This is an optimization exercise on Yosys and OpenROAD, whose aim is small area, a short achievable clock period and few clock cycles, not a production implementation.
Where RTL was checked, it was by simulation tests only, not by an equivalence proof against the original.
Power and IR drop assume default switching activity.

## red_reduce
module red_reduce (
    input  wire        clk,
    input  wire        rst,         
    input  wire        in_valid,
    output reg         in_ready,
    input  wire        in_first,    
    input  wire        in_last,     
    input  wire [7:0]  op,
    input  wire [23:0] p0,
    input  wire [23:0] p1,
    input  wire [23:0] a,
    input  wire        a_ok,
    input  wire [23:0] b,
    input  wire        b_ok,
    output reg         out_valid,
    output wire [23:0] r0,
    output wire [23:0] r1,
    output reg         r_ok,
    output reg         nsat,
    output reg         asat
);
Size in the first run: about 450 flip-flops, about 40000 µm² of cells after synthesis.
Settings: LEC_CHECK=0, CAP_MARGIN=20, CORE_MARGIN=2, CORE_UTILIZATION=40, SLEW_MARGIN=20; clock period 14.0 ns.
standard.sh (not shown) runs the stock make flow with config.mk's settings and CLKGATE_MAP_FILE= SYNTH_SCRIPT=/design/flow/synth_recipe.tcl, a recipe that flattens the netlist after the stock synthesis.
==> flow/flow/run.sh <==
#!/bin/bash
# Standard layout, with repair_timing aiming for extra setup slack so that the
# achieved period shrinks, and port buffers of an ordinary buffer cell; the
# constraints (SDC, clock period) are the design's.
set -euo pipefail
bash standard.sh "BUFFER_PORTS_ARGS=-buffer_cell sky130_fd_sc_hd__buf_2" SETUP_SLACK_MARGIN=10 finish > orfs_make.log 2>&1
Testbench counts at the start, summed over its fixed seeds: cycles 42,289.
==> next run, changes <==
--- a/flow/design.v
+++ b/flow/design.v
@@ -681,18 +681,19 @@
     localparam [2:0] P_SQL  = 3'd4;    
     localparam [2:0] P_ROOT = 3'd5;
     localparam [2:0] P_NRW  = 3'd6;    
     localparam [2:0] P_OUT  = 3'd7;
     reg  [2:0]  ph;
     reg  [2:0]  fk;               
     reg  [47:0] W;                
     reg  [9:0]  R;                
     reg  [10:0] C;                
+    reg  [11:0] C3;               
     reg  [25:0] X;                
     reg  [23:0] Y;                
     reg  [4:0]  fi;               
     reg         sq_en;            
     reg         neg;              
     reg  [6:0]  frem;             
     reg  [1:0]  pend;             
     assign r0 = W[23:0];
     assign r1 = {14'd0, W[33:24]};
@@ -707,33 +708,26 @@
         F_cyc = 7'd1;
         if (minv_met || ka == K_COUNT)
             case (ka)
                 K_SUM, K_DOT: F_cyc = {2'd0, nshift} + 7'd2;
                 K_MEAN:       F_cyc = 7'd15;
                 K_RMS:        F_cyc = 7'd28;
                 default:      F_cyc = 7'd1;
             endcase
     end
-    reg  [9:0]  dv_r;
-    reg  [47:0] dv_w;
-    reg  [10:0] dv_t;
-    reg  [11:0] dv_d;
-    integer     j;
-    always @(*) begin
-        dv_r = R;
-        dv_w = W;
-        for (j = 0; j < 2; j = j + 1) begin
-            dv_t = {dv_r, dv_w[47]};
-            dv_d = {1'b0, dv_t} - {1'b0, C};
-            dv_w = {dv_w[46:0], !dv_d[11]};
-            dv_r = dv_d[11] ? dv_t[9:0] : dv_d[9:0];
-        end
-    end
+    wire [11:0] dv_t  = {R, W[47:46]};
+    wire [12:0] dv_d1 = {1'b0, dv_t} - {2'b0, C};
+    wire [12:0] dv_d2 = {1'b0, dv_t} - {1'b0, C, 1'b0};
+    wire [12:0] dv_d3 = {1'b0, dv_t} - {1'b0, C3};
+    wire [1:0]  dv_q  = !dv_d3[12] ? 2'd3 : !dv_d2[12] ? 2'd2 : !dv_d1[12] ? 2'd1 : 2'd0;
+    wire [9:0]  dv_r  = !dv_d3[12] ? dv_d3[9:0] : !dv_d2[12] ? dv_d2[9:0] :
+                        !dv_d1[12] ? dv_d1[9:0] : dv_t[9:0];
+    wire [47:0] dv_w  = {W[45:0], dv_q};
     wire [12:0] rnd_d  = {2'b0, R, neg} + {12'd0, neg} - {2'b0, C} - {12'd0, !W[0]};
     wire        div_up = !rnd_d[12];
     wire        sq_ru = (ph == P_RUP);
     wire [27:0] sq_t = {X, sq_ru ? 2'b00 : W[1:0]};
     wire [28:0] sq_d = {1'b0, sq_t} - {3'd0, Y, sq_ru ? {2{!sq_en}} : 2'b01};
     wire [25:0] sq_r = sq_d[28] ? sq_t[25:0] : sq_d[25:0];
     wire [23:0] sq_y = {Y[22:0], !sq_d[28]};
     wire        rt_up = !sq_d[28];
     wire        sh4    = X[4:2] != 3'd0;
@@ -819,25 +813,27 @@
                         W    <= acc_sat;
                         asat <= acc_ovf;
                         X    <= {19'd0, 2'b00, sha};
                     end
                     K_MEAN: begin
                         neg  <= acc[57];
                         W    <= {acc_abs[23:0], 24'd0};
                         R    <= acc_abs[33:24];
                         C    <= cnt;
+                        C3   <= {1'b0, cnt} + {cnt, 1'b0};
                         fi   <= 5'd11;
                     end
                     default: begin    
                         neg  <= 1'b0;
                         W    <= acc[47:0];
                         R    <= acc[57:48];
                         C    <= cnt;
+                        C3   <= {1'b0, cnt} + {cnt, 1'b0};
                         X    <= 26'd0;
                         Y    <= 24'd0;
                         fi   <= 5'd23;
                     end
                 endcase
             end
         end else begin
             case (ph)
                 P_SHR: begin
The new run completed without violations. Die area rises slightly. Global-route usage stays flat. Sequential share of layout area climbs by 0.48 points. Sequential power goes up by a few percent. Design area is higher slightly. Power goes up by a few percent. Wire length grows slightly. Critical path depth stays the same. Combinational power is higher by a few percent. Setup slack is worse by 13 ps. Worst hold slack is better by 5.4 ps. Count of clock-buffer cells in the layout falls by 2. First-iteration DRC count shrinks slightly. Core utilization came out lower by 0.46 points.
Testbench counts after the change, summed over its fixed seeds: cycles 42,289.

========
Setup of run 1:
RTL: one of the versions met above, not the one the previous note started from.
Size: about 4,700 cells after synthesis, about 470 flip-flops, ~0.041 sq mm of cells after synthesis.
## red_reduce
module red_reduce (
    input  wire        clk,
    input  wire        rst,         
    input  wire        in_valid,
    output reg         in_ready,
    input  wire        in_first,    
    input  wire        in_last,     
    input  wire [7:0]  op,
    input  wire [23:0] p0,
    input  wire [23:0] p1,
    input  wire [23:0] a,
    input  wire        a_ok,
    input  wire [23:0] b,
    input  wire        b_ok,
    output reg         out_valid,
    output wire [23:0] r0,
    output wire [23:0] r1,
    output reg         r_ok,
    output reg         nsat,
    output reg         asat
);
clock: 14.0 ns
lec_check: 0
cap_margin: 20
core_margin: 2
core_utilization: 40
slew_margin: 20
==> flow/flow/run.sh <==
#!/bin/bash
# Standard layout, with repair_timing aiming for extra setup slack so that the
# achieved period shrinks, and port buffers of an ordinary buffer cell; the
# constraints (SDC, clock period) are the design's.
set -euo pipefail
bash standard.sh "BUFFER_PORTS_ARGS=-buffer_cell sky130_fd_sc_hd__buf_2" SETUP_SLACK_MARGIN=9.75 finish > orfs_make.log 2>&1
Run 1: PASS, flow complete, no timing, DRC or antenna violations
Testbench counts of run 1, summed over its fixed seeds: cycles 42,289.
Input changes introduced in run 2 (baseline for comparison: run 1):
--- a/flow/design.v
+++ b/flow/design.v
@@ -7,19 +7,19 @@
     input  wire        in_last,     
     input  wire [7:0]  op,
     input  wire [23:0] p0,
     input  wire [23:0] p1,
     input  wire [23:0] a,
     input  wire        a_ok,
     input  wire [23:0] b,
     input  wire        b_ok,
     output reg         out_valid,
-    output wire [23:0] r0,
+    output reg  [23:0] r0,
     output wire [23:0] r1,
     output reg         r_ok,
     output reg         nsat,
     output reg         asat
 );
     localparam [2:0] K_SUM   = 3'd0;
     localparam [2:0] K_MEAN  = 3'd1;
     localparam [2:0] K_MIN   = 3'd2;
     localparam [2:0] K_MAX   = 3'd3;
@@ -689,20 +689,29 @@
     reg  [10:0] C;                
     reg  [11:0] C3;               
     reg  [25:0] X;                
     reg  [23:0] Y;                
     reg  [4:0]  fi;               
     reg         sq_en;            
     reg         neg;              
     reg  [6:0]  frem;             
     reg  [1:0]  pend;             
-    assign r0 = W[23:0];
-    assign r1 = {14'd0, W[33:24]};
+    reg         o_valid, o_ok, o_nsat, o_asat;
+    reg  [9:0]  r1_q;
+    assign r1 = {14'd0, r1_q};
+    always @(posedge clk) begin
+        out_valid <= o_valid && !rst;
+        r0        <= W[23:0];
+        r1_q      <= W[33:24];
+        r_ok      <= o_ok;
+        nsat      <= o_nsat;
+        asat      <= o_asat;
+    end
     wire cap = full && (frem <= 7'd1);
     wire        minv_met = cnt >= ((mva == 11'd0) ? 11'd1 : mva);
     wire        acc_ovf  = !((&acc[57:47]) || !(|acc[57:47]));
     wire [47:0] acc_sat  = acc_ovf ? (acc[57] ? 48'h8000_0000_0000 : 48'h7FFF_FFFF_FFFF) : acc[47:0];
     wire [33:0] acc_abs  = acc[33:0] ^ {34{acc[57]}};
     wire [4:0]  nshift   = {2'd0, sha[4:2]} + {3'd0, sha[1:0]};    
     reg  [6:0]  F_cyc;
     always @(*) begin
         F_cyc = 7'd1;
@@ -759,26 +768,26 @@
         else if (frem != 0)   frem_n = frem - 7'd1;
         else                  frem_n = 7'd0;
     end
     always @(posedge clk) begin
         if (rst) begin
             full      <= 1'b0;
             pend      <= 2'd0;
             frem      <= 7'd0;
             ph        <= P_OUT;
-            out_valid <= 1'b0;
+            o_valid <= 1'b0;
             in_ready  <= 1'b1;
         end else begin
             pend      <= pend_n;
             frem      <= frem_n;
             in_ready  <= !((pend_n >= 2'd2) || (pend_n == 2'd1 && frem_n > 7'd3) ||
                            (take && in_first && in_last));
-            out_valid <= (frem_n == 7'd1);
+            o_valid <= (frem_n == 7'd1);
             if (v2 && l2)
                 full <= 1'b1;
             else if (cap)
                 full <= 1'b0;
             if (cap)
                 ph <= (ka == K_COUNT || !minv_met) ? P_OUT :
                       (ka == K_SUM || ka == K_DOT) ? ((sha == 5'd0) ? P_NRW : P_SHR) :
                       (ka == K_MEAN || ka == K_RMS) ? P_DIV : P_OUT;
             else
@@ -790,34 +799,34 @@
                     P_NRW, P_RND, P_ROOT: ph <= P_OUT;
                     default: ;
                 endcase
         end
     end
     always @(posedge clk) begin
         if (cap) begin
             fk    <= ka;
             sq_en <= 1'b0;
-            r_ok  <= 1'b0;
-            nsat  <= 1'b0;
-            asat  <= 1'b0;
+            o_ok  <= 1'b0;
+            o_nsat  <= 1'b0;
+            o_asat  <= 1'b0;
             W     <= 48'd0;
             if (ka == K_COUNT) begin
                 W    <= {37'd0, cnt};
-                r_ok <= 1'b1;
+                o_ok <= 1'b1;
             end else if (minv_met) begin
                 case (ka)
                     K_MIN, K_MAX: begin
                         W    <= {14'd0, acc[33:0]};
-                        r_ok <= 1'b1;
+                        o_ok <= 1'b1;
                     end
                     K_SUM, K_DOT: begin
                         W    <= acc_sat;
-                        asat <= acc_ovf;
+                        o_asat <= acc_ovf;
                         X    <= {19'd0, 2'b00, sha};
                     end
                     K_MEAN: begin
                         neg  <= acc[57];
                         W    <= {acc_abs[23:0], 24'd0};
                         R    <= acc_abs[33:24];
                         C    <= cnt;
                         C3   <= {1'b0, cnt} + {cnt, 1'b0};
                         fi   <= 5'd11;
@@ -835,47 +844,47 @@
                 endcase
             end
         end else begin
             case (ph)
                 P_SHR: begin
                     W <= shr_w;
                     X <= {19'd0, shr_s, shr_g, shr_c};
                 end
                 P_NRW: begin
-                    r_ok <= 1'b1;
-                    nsat <= n_hi || n_lo;
+                    o_ok <= 1'b1;
+                    o_nsat <= n_hi || n_lo;
                     W    <= {24'd0, n_hi ? 24'h7FFFFF : n_lo ? 24'h800000 : inc[23:0]};
                 end
                 P_DIV: begin
                     W     <= dv_w;
                     R     <= dv_r;
                     fi    <= fi - 5'd1;
                     sq_en <= 1'b1;
                     if (sq_en) begin
                         X <= sq_r;
                         Y <= sq_y;
                     end
                 end
                 P_SQL: begin
                     X     <= sq_r;
                     Y     <= sq_y;
                     sq_en <= div_up;
                 end
                 P_RND: begin
-                    r_ok <= 1'b1;
+                    o_ok <= 1'b1;
                     W    <= {24'd0, inc[23:0]};
                 end
                 P_RUP: neg <= rt_up;
                 P_ROOT: begin
-                    r_ok <= 1'b1;
+                    o_ok <= 1'b1;
                     if (inc[24] || inc[23]) begin
                         W    <= {24'd0, 24'h7FFFFF};
-                        nsat <= 1'b1;
+                        o_nsat <= 1'b1;
                     end else begin
                         W    <= {24'd0, inc[23:0]};
                     end
                 end
                 default: ;
             endcase
         end
     end
 endmodule
### Flow results
The fraction of the cycle the final worst path needs in run 2 sits 0.38 points below the value recorded for run 1.
Against run 1 as the reference, run 2 delivers a lower area share of and/or/nand/nor cells after synthesis.
[diff] minimum period implied by the final worst setup slack, run 2 relative to run 1: improvement
Non-clock buffer count in the final layout | run 2 below run 1
Sort run 1 and run 2 by clock-cell share of area asc -> top: run 2
Re combined area of the multi-input logic cells: run 1 and run 2 aren't equal, and the lower value belongs to run 1.
The lower synthesized cell count of run 1 and run 2 is in run 2.
Cmp run 2 vs run 1: switching power as a share of total power higher in run 2
Between run 1 and run 2, sequential share of layout area increased.
The run showing the greater summed instance area of the synthesized netlist is run 2.
Compared with run 1, run 2 shows a higher cell area after layout.
Count of clock-buffer cells in the layout for run 2 is higher than for run 1.
Delta(post-layout instance count excluding filler cells, run 2 - run 1) < 0
Run 2 against run 1; count of distinct cell types in the synthesized netlist is down by a little under 10%.
For run 2, only the layout was checked, not whether the RTL still works.

==> static timing again, ports no longer ideal <==
How much do the figures lean on ideal ports? The routed layouts below were timed once more, with nothing changed but the port constraints. Step 1 sets driving cells, clkbuf_16 on the clock port and buf_2 on the other inputs (assumed; they add their load-dependent delay and slew). Step 2 times the ports against the registers' clock, not the clock port: input delays grow and output delays shrink by t, the midpoint of the rising clock arrivals with the driver on. a / b / c = no drivers / after step 1 / after step 2; a / b = the first two.
run	t (ns)	setup WS [ns]	latest minus earliest clock arrival (ns)	cell pins on the clock port's net
the first run of note 1	0.707	9.830 / 9.765 / 9.330	0.084 / 0.084	1
the second run of note 1	0.699	9.817 / 9.750 / 9.475	0.033 / 0.032	1
run 1	0.709	9.779 / 9.710 / 9.337	0.051 / 0.050	1
run 2	0.711	9.832 / 9.832 / 9.219	0.041 / 0.042	1
After both steps setup and hold are still met in every run listed. For run 2, which loses most, drivers alone change the setup slack by 0.000 ns; drivers and shift together by -0.613 ns.
